This design comes from an exercise in tuning for small area, a short achievable clock period and few clock cycles per item on the open sky130 flow, not from production work.
In this exercise RTL edits were held to simulation tests only and were not proved equivalent to the original.

--- design.v ---
module rail_comp (
    input  wire               clk,
    input  wire               rst,         
    input  wire signed [15:0] b0,
    input  wire signed [15:0] b1,
    input  wire signed [15:0] b2,
    input  wire signed [15:0] b3,
    input  wire signed [15:0] a1,
    input  wire signed [15:0] a2,
    input  wire signed [15:0] a3,
    input  wire        [9:0]  cl,
    input  wire               in_valid,
    output wire               in_ready,
    input  wire signed [12:0] in_e,
    input  wire               in_clr,      
    output reg                out_valid,
    output reg         [9:0]  out_code,
    output reg                out_inlim
);
    localparam signed [27:0] U_MAX = 28'sd134201344;    
    localparam signed [27:0] U_MIN = -28'sd134201344;   
    reg signed [12:0] e1, e2, e3;
    reg signed [27:0] u1, u2, u3;
    assign in_ready = 1'b1;
    wire signed [12:0] he1 = in_clr ? 13'sd0 : e1;
    wire signed [12:0] he2 = in_clr ? 13'sd0 : e2;
    wire signed [12:0] he3 = in_clr ? 13'sd0 : e3;
    wire signed [27:0] hu1 = in_clr ? 28'sd0 : u1;
    wire signed [27:0] hu2 = in_clr ? 28'sd0 : u2;
    wire signed [27:0] hu3 = in_clr ? 28'sd0 : u3;
    wire signed [28:0] pb0 = in_e * b0;
    wire signed [28:0] pb1 = he1 * b1;
    wire signed [28:0] pb2 = he2 * b2;
    wire signed [28:0] pb3 = he3 * b3;
    wire signed [43:0] pa1 = hu1 * a1;
    wire signed [43:0] pa2 = hu2 * a2;
    wire signed [43:0] pa3 = hu3 * a3;
    wire signed [47:0] sum_b = ($signed({{19{pb0[28]}}, pb0}) + $signed({{19{pb1[28]}}, pb1})
                              + $signed({{19{pb2[28]}}, pb2}) + $signed({{19{pb3[28]}}, pb3})) <<< 10;
    wire signed [47:0] sum   = sum_b + pa1 + pa2 + pa3;
    wire        [47:0] sum_mag = sum[47] ? -sum : sum;
    wire        [47:0] rnd_mag = (sum_mag + 48'd8192) >> 14;
    wire signed [47:0] u_rnd   = sum[47] ? -$signed(rnd_mag) : $signed(rnd_mag);
    wire signed [27:0] u_sat = (u_rnd > U_MAX) ? U_MAX :
                               (u_rnd < U_MIN) ? U_MIN : u_rnd[27:0];
    wire        [27:0] us_mag  = u_sat[27] ? -u_sat : u_sat;
    wire        [13:0] code_mag = (us_mag + 28'd8192) >> 14;
    wire signed [14:0] code    = u_sat[27] ? -$signed({1'b0, code_mag}) : $signed({1'b0, code_mag});
    wire               lim_lo  = code < 0;
    wire               lim_hi  = code > $signed({5'd0, cl});
    wire        [9:0]  code_out = lim_lo ? 10'd0 : (lim_hi ? cl : code[9:0]);
    wire signed [27:0] u_store = (lim_lo || lim_hi) ? $signed({4'd0, code_out, 14'd0}) : u_sat;
    always @(posedge clk) begin
        if (rst) begin
            e1        <= 13'sd0;
            e2        <= 13'sd0;
            e3        <= 13'sd0;
            u1        <= 28'sd0;
            u2        <= 28'sd0;
            u3        <= 28'sd0;
            out_valid <= 1'b0;
            out_code  <= 10'd0;
            out_inlim <= 1'b0;
        end else begin
            out_valid <= in_valid;
            if (in_valid) begin
                e1        <= in_e;
                e2        <= he1;
                e3        <= he2;
                u1        <= u_store;
                u2        <= hu1;
                u3        <= hu2;
                out_code  <= code_out;
                out_inlim <= lim_hi;
            end
        end
    end
endmodule
--- run.sh ---
#!/bin/bash
# synth_recipe.tcl (not shown) runs the flow's synth.tcl, then flattens the netlist and writes it again
# the make line also repeats each setting of config.mk as NAME=value (left out here)
make -C /OpenROAD-flow-scripts/flow DESIGN_CONFIG=/design/flow/config.mk WORK_HOME=/design/flow/orfs CLKGATE_MAP_FILE= SYNTH_SCRIPT=/design/flow/synth_recipe.tcl finish
--- config.mk ---
export PLATFORM = sky130hd
export DESIGN_NAME = rail_comp
export DESIGN_NICKNAME = rail_comp
export VERILOG_FILES = /design/flow/design.v
export SDC_FILE = /design/flow/constraint.sdc
export NUM_CORES = 4
export LEC_CHECK = 0
export CAP_MARGIN = 20
export CORE_MARGIN = 2
export CORE_UTILIZATION = 40
export SLEW_MARGIN = 20
--- constraint.sdc ---
create_clock -name core_clock -period 40.0 [get_ports {clk}]
set_input_delay 8.0000 -clock core_clock [delete_from_list [all_inputs] [get_ports {clk}]]
set_output_delay 8.0000 -clock core_clock [all_outputs]
set_load 0.01 [all_outputs]
==> results.py <==
metrics = {
    "critical_path": {
        "cpMostUsedCell": "fa_1",
        "cp-start-kind": "input pin",
        "reg2regPathDepth": 89,
        "r2r_slack_ps": 13780,
        "slowest_stage": "buf_4",
        "cpPeakStageDelay_ps": 800,
        "crit_family": "adder cells",
        "path_depth": 95,
        "crit_type": "input pin to flip-flop",
        "crit_required_ps": 40460,
        "crit_fanout": 96,
        "cp-startpoint": "in_clr",
        "critical_path_buf_inv_count": 16,
        "crit_path_end_kind": "flip-flop",
        "rr_startpoint": "e3[1]$_SDFFE_PP0P_",
        "regToRegEndpoint": "u1[16]$_SDFFE_PP0P_",
        "worstPathArrival_ps": 34520,
    },
    "global_route": {
        "antenna_found_initial": 23,
        "gr-total-overflow": 0,
        "grt_pass1_vias": 75840,
        "grt_pass1_wl_um": 441400,
        "grt_usage": 0.2445,
        "grt_max_degree": 97,
    },
    "clock_tree": {
        "cts-hold-fix-buffers": 0,
        "post_cts_resized": 0,
        "htreeDepth": 4,
        "clock_latency_ps": 580,
        "postCtsSetupRepairBufs": 0,
        "cts_root_buffer": "clkbuf_16",
        "cts_tree": "yes",
        "cts.path.max_buffers": 2,
        "cts.sinks": 135,
        "cts_buffers": 17,
        "path_clk_slew_ps": 70,
    },
    "placement": {
        "place.port_buffers": 150,
        "dp_hpwl_um": 243100,
        "gp_congestion": 0.9425,
        "placedInstanceArea_um2": 97320,
    },
    "detailed_routing": {
        "vias_per_cell": 5.167,
        "drt-total-wl_um": 278400,
        "vias": 67260,
        "first_pass_iters": 6,
        "post_drt_wl_per_cell_um": 21.39,
        "detail-route-antenna-nets": 0,
        "drt_iter0_markers": 4007,
        "drc": 0,
    },
    "timing": {
        "hold_viol": 0,
        "post-route-min-period_ps": 34060,
        "fin_crit_sh": 0.8515,
        "max_freq_ghz": 0.02936,
        "slew_violations": 0,
        "worst_pin_slew_ps": 1113,
        "finalSetupViolCount": 0,
        "finalSetupTns_ps": 0,
        "relSlewSlack": 0.2545,
        "fin_skew_ps": 24.26,
        "rsz0062_at_grt": "no",
    },
    "synth": {
        "ys_seq_area_frac": 0.02916,
        "synth_top_area_share": 0.5494,
        "synth_area_leaders": "fa_1 (55%), inv_1 (10%), ha_1 (5.8%), nand2_1 (5.8%), and2_1 (5.1%)",
        "synth.avg_cell_area_um2": 9.137,
        "synth_top_flop_cell": "dfxtp_1",
        "synth_simple_gate_area_frac": 0.1614,
        "synth_adder_area_share": 0.6074,
        "synthMuxAreaShare": 0.01358,
        "ys_async_sr_fraction": 0,
        "synthCells": 10140,
        "synth-edff-count": 0,
        "synth_compound_area_frac": 0.04285,
        "ys_warn_count": 1,
        "synth_area_um2": 92670,
        "yosys.area.top_type": "fa_1",
        "synth_top_family_by_area": "adder cells",
        "synth-xor-area-share": 0.02016,
        "synth_cell_types": 117,
        "synth-seq-cells": 135,
        "synthesis.nets": 13250,
    },
    "die": {
        "initial_core_util": 0.4027,
        "design.core.area_um2": 230100,
        "die_h_um": 485.3,
        "rows": 176,
        "die_width_um": 485.3,
        "dieArea_um2": 235500,
        "ios": 152,
    },
    "finish": {
        "final_area_um2": 97950,
        "final_nets": 13090,
        "final_cell_mix": "inv_1 (2573), fa_1 (2543), nand2_1 (1421)",
        "area_growth_pct": 5.696,
        "final_common_cell": "inv_1",
        "drive_gt1_frac": 0.03485,
    },
    "hold_path": {
        "hold_depth": 2,
        "min_to": "u1[0]$_SDFFE_PP0P_",
        "min_from": "u1[0]$_SDFFE_PP0P_",
        "hold_path_class": "flip-flop to flip-flop",
    },
    "outcome": {
        "outcome": "finished clean",
    },
    "flow_run": {
        "maxCapViolations": 0,
    },
}
## state kept, by name, indices dropped and copies added (netlist names)
signal / count
e1: 13
u1: 28
out_code: 10
u2: 28
e2: 13
u3: 28
out_valid: 1
e3: 13
out_inlim: 1
## layout make-up
cell class	instances	area, um2
inverter	2574	9662
antenna	6	15.01
clock inverter	14	152.6
clock buffer	18	439.2
multi-input combinational	6929	78490
sequential	135	2703
timing repair buffer	316	2701
fill	22700	132200
tap	3026	3786
## synth_stat cells, types with 7 or more instances
cell type  number
dfxtp_1       135
o21ai_0        64
mux2i_1       112
fa_1         2543
a211oi_1       28
a311oi_1       20
o21bai_1       31
buf_1          38
nand3_1        67
o31a_1         10
nor4_1         31
nor3_1         70
o211ai_1       19
and3_1         30
or4_1          15
xnor2_1       152
nand2_1      1421
inv_1        2573
o31ai_1        17
a31oi_1        34
nor2_1        290
o2111ai_1      10
o21ai_1        29
a21o_1         23
o21a_1         13
o211a_1         7
buf_2          27
mux2_2         10
nand4_1        31
xor2_1         52
or3_1          16
or2_2          27
or4b_1          8
a211o_1         7
nand2b_1       98
o41ai_1         8
clkbuf_1      432
and4_1         14
nor2b_1       138
a21oi_1       147
and2_1        750
ha_1          430
## metal layers
layer / global-route usage / vias to the layer above / part of all wire
li1: - / 29050 / -
met1: 0.2836 / 35510 / 0.37
met2: 0.4461 / 2023 / 0.53
met3: 0.02926 / 649 / 0.048
met4: 0.1170 / 24 / 0.056
met5: 0 / - / 0.00059
## tightest hold or removal path, cell delays in order (launching register included)
cell and delay (ps):
dfxtp_1 310, nand2_1 60, a21oi_1 50
## cells by family after synthesis
family          count (synthesis)
buf+inv                      3078
simple gates                 3056
fa+ha+maj                    2973
compound gates                566
xor+xnor                      209
flops                         135
mux                           124
other cells                     1
## through the flow
step	utilization	hold slack [ps]	worst slack (ps)	std cells
after floorplan	-	436.3	6956	10140
after global placement	0.4228	444.9	6018	12980
after detailed placement	0.4229	449.8	5482	12980
after CTS	0.4255	461.1	6064	13010
after global routing	0.4256	483.5	4196	13020
final	0.4256	460.1	5939	13020
## worst max path at each step
stage / end / slack, ps
after floorplan: u1[17]$_SDFFE_PP0P_ / 6960
after global placement: u1[16]$_SDFFE_PP0P_ / 6020
after detailed placement: u1[16]$_SDFFE_PP0P_ / 5480
after CTS: u1[16]$_SDFFE_PP0P_ / 6060
after global routing: u1[16]$_SDFFE_PP0P_ / 4200
final: u1[16]$_SDFFE_PP0P_ / 5940
Testbench counts, summed over its fixed seeds: cycles 12,008, samples 12,000.

port drivers added, routing unchanged:
No port has a modelled driver above. Below, the same layout with a new extraction and two added sets of constraints. Step 1, drivers: a clkbuf_16 drives clk and a buf_2 each remaining input, both assumed. Step 2 times the ports against the registers' clock, not the clock port: input delays grow and output delays shrink by t, the midpoint of the rising clock arrivals with the driver on. Slacks: ideal ports / drivers / drivers and shift; pairs: ideal ports / drivers.
shift t [ns]: 0.647
slack for setup (ns): 5.939 / 5.993 / 5.346
worst setup path after step 2: input to register
cell pins on the clock port's net: 1
After both steps this run still meets setup and hold. The setup slack of this run moves by +0.054 ns with the drivers and by -0.593 ns with both steps.
